Context: an optimization exercise on an open-source flow, tuned for small area and a short achievable clock period. The choices shown serve that exercise and are no tape-out recipe. RTL that was checked went through simulation tests only; none was proved equivalent to the original. For run 1, only the layout was checked, not whether the RTL still works.

==> flow/design.v, too long to show whole: its modules and the start of the top module <==
// module rs_enc: 877 lines
// module rs_dec: 2678 lines
// module case_ecc_codec: 37 lines
module case_ecc_codec (
    input  wire         clk,
    input  wire         rst,
    input  wire         enc_valid,
    input  wire [127:0] enc_data,
    output wire         enc_out_valid,
    output wire [31:0]  enc_out_check,
    input  wire         dec_valid,
    input  wire [159:0] dec_word,
    input  wire [19:0]  dec_erase,
    output wire         dec_out_valid,
    output wire [127:0] dec_out_data,
    output wire         dec_out_corrected,
    output wire         dec_out_uncorrectable,
    output wire [4:0]   dec_out_last_dev
);
  // ...
==> flow/flow/run.sh <==
#!/bin/bash
# Standard ORFS layout (standard.sh) with two changes:
#  - the port buffers are buf_1 cells instead of the delay buffers that
#    buffer_ports picks by default (every port still gets its buffer);
#  - timing repair aims below the clock period (repair_timing's setup
#    margin), so it keeps improving the worst paths past the constraint.
bash standard.sh SETUP_SLACK_MARGIN=11.3 TNS_END_PERCENT=100 \
    "BUFFER_PORTS_ARGS=-buffer_cell sky130_fd_sc_hd__buf_1" finish > standard.log 2>&1
==> flow/standard.sh <==
#!/bin/bash
# synth_recipe.tcl (not shown) runs the flow's synth.tcl, then flattens the netlist and writes it again
# the make line also repeats each setting of config.mk as NAME=value (left out here)
make -C /OpenROAD-flow-scripts/flow DESIGN_CONFIG=/design/flow/config.mk WORK_HOME=/design/flow/orfs CLKGATE_MAP_FILE= SYNTH_SCRIPT=/design/flow/synth_recipe.tcl "${@:-finish}"
==> flow/config.mk <==
export PLATFORM = sky130hd
export DESIGN_NAME = case_ecc_codec
export DESIGN_NICKNAME = case_ecc_codec
export VERILOG_FILES = /design/flow/design.v
export SDC_FILE = /design/flow/constraint.sdc
export NUM_CORES = 4
export LEC_CHECK = 0
export CAP_MARGIN = 20
export CORE_MARGIN = 2
export CORE_UTILIZATION = 50
export CTS_BUF_LIST = sky130_fd_sc_hd__clkbuf_4 sky130_fd_sc_hd__clkbuf_8
export SLEW_MARGIN = 20
==> flow/constraint.sdc <==
create_clock -name core_clock -period 16.0 [get_ports {clk}]
set_input_delay 3.2000 -clock core_clock [delete_from_list [all_inputs] [get_ports {clk}]]
set_output_delay 3.2000 -clock core_clock [all_outputs]
set_load 0.01 [all_outputs]
==> results.yml, run 1 <==
run_status:
  status: "finished clean"
critical_path:
  reg2regPathDepth: 23
  crit_top_cell: "xnor2_1"
  cp-start-kind: "flip-flop"
  rrSetupSlack_ns: 11.02
  critPathLaunch: "u_dec.e0_1"
  path_buf_inv: 5
synth:
  ys_seq_elements: 765
  yosysMostFrequentCell: "xnor2_1"
  synth_area_um2: 55800
  synth-warning-count: 2
  synthAdderAreaFrac_pct: 0.538
  synth-xor-area-share_pct: 51.9
floorplan:
  std_cell_rows: 122
  start_util_pct: 50.4
cells_and_area:
  seq_cells: 765
  fillers: 9821
  final_cell_mix: "2226 x xnor2_1, 740 x dfxtp_1, 622 x xor2_1"
  largest_class: "multi-input combinational cells"
placement:
  place_area_um2: 61000
  place_congestion: 1.09
  port_buffers: 480
  hpwl_um: 184000
clocking:
  postCtsHoldBufs: 0
  cts_root_buf: "clkbuf_8"
route:
  wl_met2_um: 103000
flow_run:
  drv_cap: 0
global_routing:
  globalRouteMet2Util_pct: 61.7
  track_usage_pct: 39.5
==> inputs of run 2 (changes only) <==
--- a/flow/design.v
+++ b/flow/design.v
@@ -2492,35 +2492,36 @@
     assign s3_c[2] = sx696;
     assign s3_c[3] = sx717;
     assign s3_c[4] = sx735;
     assign s3_c[5] = sx753;
     assign s3_c[6] = sx775;
     assign s3_c[7] = sx795;
     reg       e0;           
     reg [7:0] xa, xa2;      
-    reg [7:0] m1, m2, m3, m4;
+    reg [7:0] m1, m2, m3, m4, m5;
     always @(*) begin
         e0  = (e0r == 20'd0);
         xa  = 8'h00;
         xa2 = 8'h00;
         for (j = 19; j >= 0; j = j - 1)
             if (e0r[j]) begin
                 xa  = dev_x(j);
                 xa2 = gf_sq(dev_x(j));
             end
         m1 = gf_mul(s0_c, e0 ? s2_c : xa);     
         m2 = gf_mul(s1_c, e0 ? s3_c : xa);     
-        m3 = gf_mul(s2_c, e0 ? s1_c : xa);     
+        m3 = gf_mul(s2_c, e0 ? s1_c : 8'h01);  
         m4 = gf_mul(s0_c, e0 ? s3_c : xa2);    
+        m5 = gf_mul(s2_c, xa);                 
     end
     reg         v1;
     reg [127:0] data1;
     reg [19:0]  e1;
-    reg [7:0]   s0_1, s1_1, s2_1, s3_1, m1_1, m2_1, m3_1, m4_1;
+    reg [7:0]   s0_1, s1_1, s2_1, s3_1, m1_1, m2_1, m3_1, m4_1, m5_1;
     reg         e0_1;
     reg [1:0]   ecnt1;
     always @(posedge clk) begin
         if (rst) v1 <= 1'b0;
         else     v1 <= v0;
         data1 <= w0[127:0];
         e1    <= e0r;
         ecnt1 <= cnt3(e0r);
@@ -2528,34 +2529,35 @@
         s0_1  <= s0_c;
         s1_1  <= s1_c;
         s2_1  <= s2_c;
         s3_1  <= s3_c;
         m1_1  <= m1;
         m2_1  <= m2;
         m3_1  <= m3;
         m4_1  <= m4;
+        m5_1  <= m5;
     end
     reg [7:0]  t0, t1, t2, dd, pp, qq, ax;
     reg [3:0]  nx;
     reg [19:0] hita_c, hitb_c;
     reg        tzero_c, t0nz_c, chka_c, dnz_c;
     wire [159:0] ca, cb;
     always @(*) begin
         dd = gf_sq(s1_1) ^ m1_1;
         qq = gf_sq(s2_1) ^ m2_1;
         pp = m3_1 ^ m4_1;
         t0 = s1_1 ^ (e0_1 ? 8'h00 : m1_1);
         t1 = s2_1 ^ (e0_1 ? 8'h00 : m2_1);
-        t2 = s3_1 ^ (e0_1 ? 8'h00 : m3_1);
+        t2 = s3_1 ^ m5_1;
         tzero_c = (t0 == 8'h00) && (t1 == 8'h00) && (t2 == 8'h00);
         t0nz_c  = (t0 != 8'h00);
         chka_c  = (gf_mul(t0, t2) == gf_sq(t1));
         dnz_c   = (dd != 8'h00);
-        ax = to_tower(m4_1 ^ (e0_1 ? m3_1 : s2_1));
+        ax = to_tower(m4_1 ^ m3_1);    
         nx = inv16(t_norm(ax));
     end
     wire cax0 = t0[6] ^ t0[7];
     wire cax1 = t0[4] ^ t0[5];
     wire cax2 = t0[2] ^ t0[3];
     wire cax3 = t0[0] ^ t0[1];
     wire cax4 = t0[1] ^ cax0;
     wire cax5 = t0[6] ^ cax1;
--- a/flow/config.mk
+++ b/flow/config.mk
@@ -4,9 +4,10 @@
 export VERILOG_FILES = /design/flow/design.v
 export SDC_FILE = /design/flow/constraint.sdc
 export NUM_CORES = 4
 export LEC_CHECK = 0
 export CAP_MARGIN = 20
 export CORE_MARGIN = 2
 export CORE_UTILIZATION = 50
 export CTS_BUF_LIST = sky130_fd_sc_hd__clkbuf_4 sky130_fd_sc_hd__clkbuf_8
+export GPL_ROUTABILITY_DRIVEN = 0
 export SLEW_MARGIN = 20
==> run 2 against run 1 <==
  * Via count increased by 0.37%
  * Routed wire length decreased by 7.8%
  * Largest cell class unchanged
  * Critical path depth decreased by 14
  * Cell count increased by 0.93%
  * Clock-buffer cell count increased by 4
  * Still clean
==> results.yml, run 2 <==
run_status:
  status: "finished clean"
cells_and_area:
  area_growth_pct: 20.6
  final_cell_mix: "2176 x xnor2_1, 724 x dfxtp_1, 680 x xor2_1"
  regMostFlops: "u_dec.w0"
  largest_reg_flops: 160
  nets: 7115
  final_layout_size_suffix_gt1_share_pct: 14.6
  seqCellArea_um2: 15600
  finalNonFillerCells: 8391
  layout_commonest_cell: "xnor2_1"
  multi_input_area_um2: 43200
  fin_util_pct: 60.5
  fillers: 9913
route:
  route.vias.total: 46415
  drc: 0
  ant_nets: 0
  viasPerCell: 5.53
  totalWireLength_um: 215000
  drt_iter0_markers: 5102
  firstDrtPassIters: 6
  wire_per_inst_um: 25.6
sta:
  period_share_pct: 30.2
  drv_slew: 0
  fin_setup_tns_ns: 0
  holdWs_ns: 0.320
  setup_viol: 0
  tightestPinTransition_ns: 1.12
  fmax_ghz: 0.207
  fin_crit_ns: 4.83
  slew_headroom_pct: 24.6
  skew_ns: 0.0938
  finalHoldViolCount: 0
  rsz0062_at_grt: "yes"
synth:
  syn_inst: 6162
  netlist.area_leader.share_pct: 37.1
  synth-warning-count: 2
  synth_edf_count: 0
  yosys.area_share.simple_pct: 9.35
  yosysMostFrequentCell: "xnor2_1"
  synth-xor-area-share_pct: 53.4
  synth_top_family_by_area: "XOR/XNOR gates"
  synth_area_leaders: "xnor2_1 37%, dfxtp_1 28%, xor2_1 12%"
  synth-main-ff-cell: "dfxtp_1"
  ys_seq_elements: 773
  synth_compound_area_share_pct: 5.74
  async_reset_ff_share_pct: 0
  synthAdderAreaFrac_pct: 0.516
  synth_common_cells: "2385 x xnor2_1, 773 x dfxtp_1, 766 x xor2_1"
  ys_seq_area_share_pct: 27.5
  synth_mux_area_share_pct: 1.21
  syn_nets: 6490
  synth_area_um2: 56200
  yosysTopAreaCell: "xnor2_1"
  yosysUniqueCellTypes: 79
  synth_area_per_cell_um2: 9.13
global_routing:
  antenna_found_initial: 10
  track_usage_pct: 35.5
  grt_pass1_wl_um: 302000
  grt_max_degree: 32
  grt_pass1_vias: 43630
  gr-total-overflow: 0
critical_path:
  cp-start-kind: "primary input"
  reg2reg_to: "u_dec.zz2[1]"
  max_stage_delay_ns: 0.47
  reg2regPathDepth: 19
  worstPathMaxFanout: 4
  rrSetupSlack_ns: 11.35
  cp-end-kind: "flip-flop"
  crit_type: "in2reg"
  cp.required_ns: 16.71
  crit_chain: "buf_1 > xnor2_1 > xnor2_1 > xnor2_1 > xnor2_1 > xnor2_1 > xnor3_1 > xnor2_1 > xor2_1"
  crit_arrival_ns: 5.54
  critPathSlowestCell: "xnor2_1"
  rr_startpoint: "u_dec.m3_1[1]"
  crit_top_cell: "xnor2_1"
floorplan:
  std_cell_rows: 123
  ios: 481
  fp.dieH_um: 339
  start_util_pct: 50.2
  dieWidth_um: 339
  core_area_um2: 112000
  die_area_um2: 115000
placement:
  hpwl_um: 168000
  port_buffers: 480
  place_inst: 8054
clocking:
  htreeDepth: 3
  cts_root_buf: "clkbuf_8"
  numCtsBuffers: 121
  cts_buffer_depth: 3
  tritoncts: "done"
  cts_sinks: 773
  clock_latency_ns: 0.84
  cts.clk_slew.worst_paths_ns: 0.07
  postCtsHoldBufs: 0
flow_run:
  drv_cap: 0
hold_path:
  hold_end: "u_dec.data2[46]"
  holdCritPathClass: "reg2reg"
  hold-path-cell-count: 0
  hp-start: "u_dec.data1[46]"
-- run 2: logic make-up (layout without fill, tap and decap cells) --
group | count (synthesis) | in the layout
xor gates and xnor gates | 3262 | 3264
and+or+nand+nor | 1188 | 1189
DFF | 773 | 773
AOI/OAI and AO/OA | 517 | 517
buffers and inverters | 332 | 1054
muxes | 65 | 65
adders and majority gates | 25 | 25
other | 0 | 4
-- run 2: metrics by stage --
stage                     area, um^2  worst slack [ns]
after floorplan                57400             10.83
after global placement         61500             10.02
after detailed placement       61500              9.90
after CTS                      65700             11.22
after global routing           67800             11.15
final                          67800             11.17
-- run 2: how the worst max path moves through the flow --
stage / start / endpoint / cells after the start
floorplan: enc_data[8] / u_enc.out_check[7] / 9
global placement: u_dec.m3_1[1] / u_dec.zz2[0] / 16
detailed placement: u_dec.m3_1[1] / u_dec.zz2[1] / 16
CTS: u_dec.s1_1[1] / u_dec.zz2[0] / 15
global route: u_dec.m3_1[1] / u_dec.zz2[1] / 19
finish: enc_data[57] / u_enc.out_check[15] / 9
-- run 2: layer usage --
metal | track usage, % | wire length (um)
met5 | 0 | 17
met4 | 16.6 | 12500
met3 | 6.89 | 21800
met2 | 55.4 | 94500
met1 | 47.4 | 85700
-- run 2: cell type report --
class	instances	area share, %
antenna	4	0.0148
clock buffer	181	3.40
clock inverter	42	0.839
inverter	82	0.493
multi-input combinational	5060	63.6
sequential	773	22.9
tap	1500	2.77
timing repair buffer	749	5.93
-- run 2: critical path, delay by kind of cell --
| kind | cells | cell delay [ns] |
|---|---|---|
| buf+inv | 1 | 0.46 |
| xor+xnor | 8 | 1.88 |
-- run 2: what timing repair did --
| action | 4_1_cts | 5_1_grt |
|---|---|---|
| buffers inserted | 27 | 77 |
| endpoints found under the hold margin | 0 | 0 |
| cloned | 3 | 2 |
| endpoints found under the setup margin | 138 | 185 |
| pin swaps | 26 | 60 |
| gates resized for setup | 181 | 256 |
==> inputs of run 3 (changes only) <==
--- a/flow/config.mk
+++ b/flow/config.mk
@@ -9,5 +9,4 @@
 export CORE_MARGIN = 2
 export CORE_UTILIZATION = 50
 export CTS_BUF_LIST = sky130_fd_sc_hd__clkbuf_4 sky130_fd_sc_hd__clkbuf_8
-export GPL_ROUTABILITY_DRIVEN = 0
 export SLEW_MARGIN = 20
==> run 3 against run 2 <==
  * Flip-flop and latch count is the same
  * Global-route usage grew 2.1 points
  * Critical endpoint is now u_enc.out_check[8]
  * Final area shrank 0.19%
  * Non-clock buffer count shrank 13
  * Via count shrank 0.90%
  * First-iteration DRC count shrank 7.0%
  * Cell count shrank 0.15%
  * Sequential share of layout area is essentially flat
==> results.yml, run 3 <==
run_status:
  status: "finished clean"
critical_path:
  crit_type: "in2reg"
  crit_arrival_ns: 5.50
  cp-start-kind: "primary input"
  cp-end-kind: "flip-flop"
  cp.required_ns: 16.73
  worstPathMaxFanout: 4
placement:
  place_inst: 8049
  port_buffers: 480
  hpwl_um: 178000
  post-place-ws_ns: 10.07
  place_congestion: 1.07
clocking:
  htreeDepth: 3
  clock_latency_ns: 0.80
  cts.clk_slew.worst_paths_ns: 0.06
  tritoncts: "done"
  cts_buffer_depth: 3
  numCtsBuffers: 121
  cts_sinks: 773
  cts_root_buf: "clkbuf_8"
floorplan:
  fp.dieH_um: 339
  die_area_um2: 115000
  ios: 481
  std_cell_rows: 123
  start_util_pct: 50.2
  core_area_um2: 112000
  dieWidth_um: 339
synth:
  synth_area_per_cell_um2: 9.13
  synth_edf_count: 0
  synth-warning-count: 2
  synthAdderAreaFrac_pct: 0.516
  ys_seq_area_share_pct: 27.5
  synth-xor-area-share_pct: 53.4
  syn_inst: 6162
  synth_mux_area_share_pct: 1.21
  synth_top_family_by_area: "XOR/XNOR gates"
  synth-main-ff-cell: "dfxtp_1"
  yosysUniqueCellTypes: 79
  syn_nets: 6490
  yosysMostFrequentCell: "xnor2_1"
  yosysTopAreaCell: "xnor2_1"
  synth_compound_area_share_pct: 5.74
  ys_seq_elements: 773
  yosys.area_share.simple_pct: 9.35
  netlist.area_leader.share_pct: 37.1
  async_reset_ff_share_pct: 0
  synth_common_cells: "2385 x xnor2_1, 773 x dfxtp_1, 766 x xor2_1"
  synth_area_leaders: "xnor2_1 37%, dfxtp_1 28%, xor2_1 12%"
  synth_area_um2: 56200
cells_and_area:
  nets: 7100
  area_growth_pct: 20.4
  layout_commonest_cell: "xnor2_1"
  regMostFlops: "u_dec.w0"
  finalNonFillerCells: 8378
  final_cell_mix: "2148 x xnor2_1, 725 x dfxtp_1, 679 x xor2_1"
  final_layout_size_suffix_gt1_share_pct: 14.7
  largest_reg_flops: 160
  fillers: 10065
sta:
  drv_slew: 0
  skew_ns: 0.0466
  period_share_pct: 29.8
  tightestPinTransition_ns: 1.20
  finalHoldViolCount: 0
  rsz0062_at_grt: "yes"
  fin_crit_ns: 4.76
  slew_headroom_pct: 19.0
  setup_viol: 0
  fin_setup_tns_ns: 0
  fmax_ghz: 0.210
  setup_slack_ns: 11.24
route:
  drt_iter0_markers: 4744
  firstDrtPassIters: 8
  viasPerCell: 5.49
  drc: 0
  route.vias.total: 45996
  wire_per_inst_um: 26.8
  ant_nets: 0
  totalWireLength_um: 225000
hold_path:
  holdCritPathClass: "reg2reg"
global_routing:
  track_usage_pct: 37.7
  grt_pass1_wl_um: 316000
  antenna_found_initial: 13
  gr-total-overflow: 0
  grt_pass1_vias: 43770
  grt_max_degree: 32
flow_run:
  drv_cap: 0
run 3: cell counts after synthesis:
Identical to the previous run, type by type.
run 3: cell families after synthesis:
family,count (synthesis)
DFF,773
AOI/OAI and AO/OA,517
adders and majority gates,25
muxes,65
and+or+nand+nor,1188
buffers and inverters,332
xor gates and xnor gates,3262
run 3: path summary, 6_finish.rpt:
| check | slack [ns] | cells past startpoint | startpoint | to |
|---|---|---|---|---|
| setup / recovery | 11.24 | 8 | enc_data[39] | u_enc.out_check[8] |
| setup reg to reg | 11.26 | 13 | u_dec.w0[125] | u_dec.m2_1[4] |
| hold / removal | 0.31 | 0 | u_dec.data1[4] | u_dec.data2[4] |
| hold reg to reg | 0.31 | 0 | u_dec.data1[4] | u_dec.data2[4] |
run 3: worst max-delay path: stages:
cell and delay [ns]:
buf_1 0.50, xnor2_4 0.26, xnor2_1 0.27, xnor2_1 0.13
xnor2_1 0.58, xnor2_1 0.18, xnor2_1 0.22, xnor2_1 0.14
run 3: through the flow:
step | utilization, % | hold slack (ns) | cell area, um^2
detailed placement | 54.9 | 0.312 | 61500
floorplan | - | 0.310 | 57400
CTS | 59.0 | 0.305 | 66100
finish | 60.4 | 0.308 | 67700
global route | 60.4 | 0.316 | 67700
global placement | 54.9 | 0.310 | 61500
run 3: layout make-up:
| class | count | area [um^2] | share of cell area [%] |
|---|---|---|---|
| flip-flops and latches | 773 | 15500 | 23.0 |
| diodes | 4 | 10.0 | 0.0148 |
| multi-input cells | 5058 | 43200 | 63.8 |
| clock inverters | 37 | 492 | 0.726 |
| well taps | 1500 | 1880 | 2.77 |
| clock buffers | 188 | 2370 | 3.50 |
| repair buffers | 736 | 3880 | 5.73 |
| inverters | 82 | 332 | 0.490 |
run 3: repair_timing:
action | in CTS | in global routing
gates resized for setup | 244 | 188
hold buffers | 0 | 0
cloned | 1 | 0
setup buffers | 49 | 49
pin swaps | 46 | 42
endpoints found under the setup margin | 211 | 153
run 3: per-layer routing:
| metal | track usage (%) | share of wire [%] | wire (um) |
|---|---|---|---|
| met2 | 60.0 | 45 | 102000 |
| met5 | 0 | 0.0058 | 13 |
| met1 | 50.3 | 40 | 90400 |
| met4 | 17.1 | 5.5 | 12300 |
| met3 | 5.80 | 9.0 | 20100 |

re-timing with driven ports:
Ports are ideal in the flow. The routed layouts listed here were re-timed in OpenROAD. Step 1 assumes that a clkbuf_16 drives the clock port and a buf_2 every other input. Step 2 moves the port delays by t, midway between the first and last clock arrival at a register: inputs arrive t later, outputs are due t later. That takes back most of the time a late clock gives input paths. Slacks: ideal ports / drivers / drivers and shift; pairs: ideal ports / drivers.
| run | shift t [ns] | setup WS [ns] | hold slack, ns | latest minus earliest clock arrival (ns) | cell pins on the clock port's net |
|---|---|---|---|---|---|
| run 1 | 0.879 | 11.023 / 11.023 / 10.430 | 0.308 / 0.308 / 0.308 | 0.096 / 0.095 | 1 |
| run 2 | 0.872 | 11.170 / 11.223 / 10.351 | 0.320 / 0.320 / 0.320 | 0.094 / 0.094 | 1 |
| run 3 | 0.861 | 11.237 / 11.265 / 10.430 | 0.308 / 0.308 / 0.308 | 0.066 / 0.065 | 1 |
After both steps every run listed still meets setup and hold. The setup slack of run 2, which loses most, moves by +0.053 ns with the drivers and by -0.819 ns with both steps.
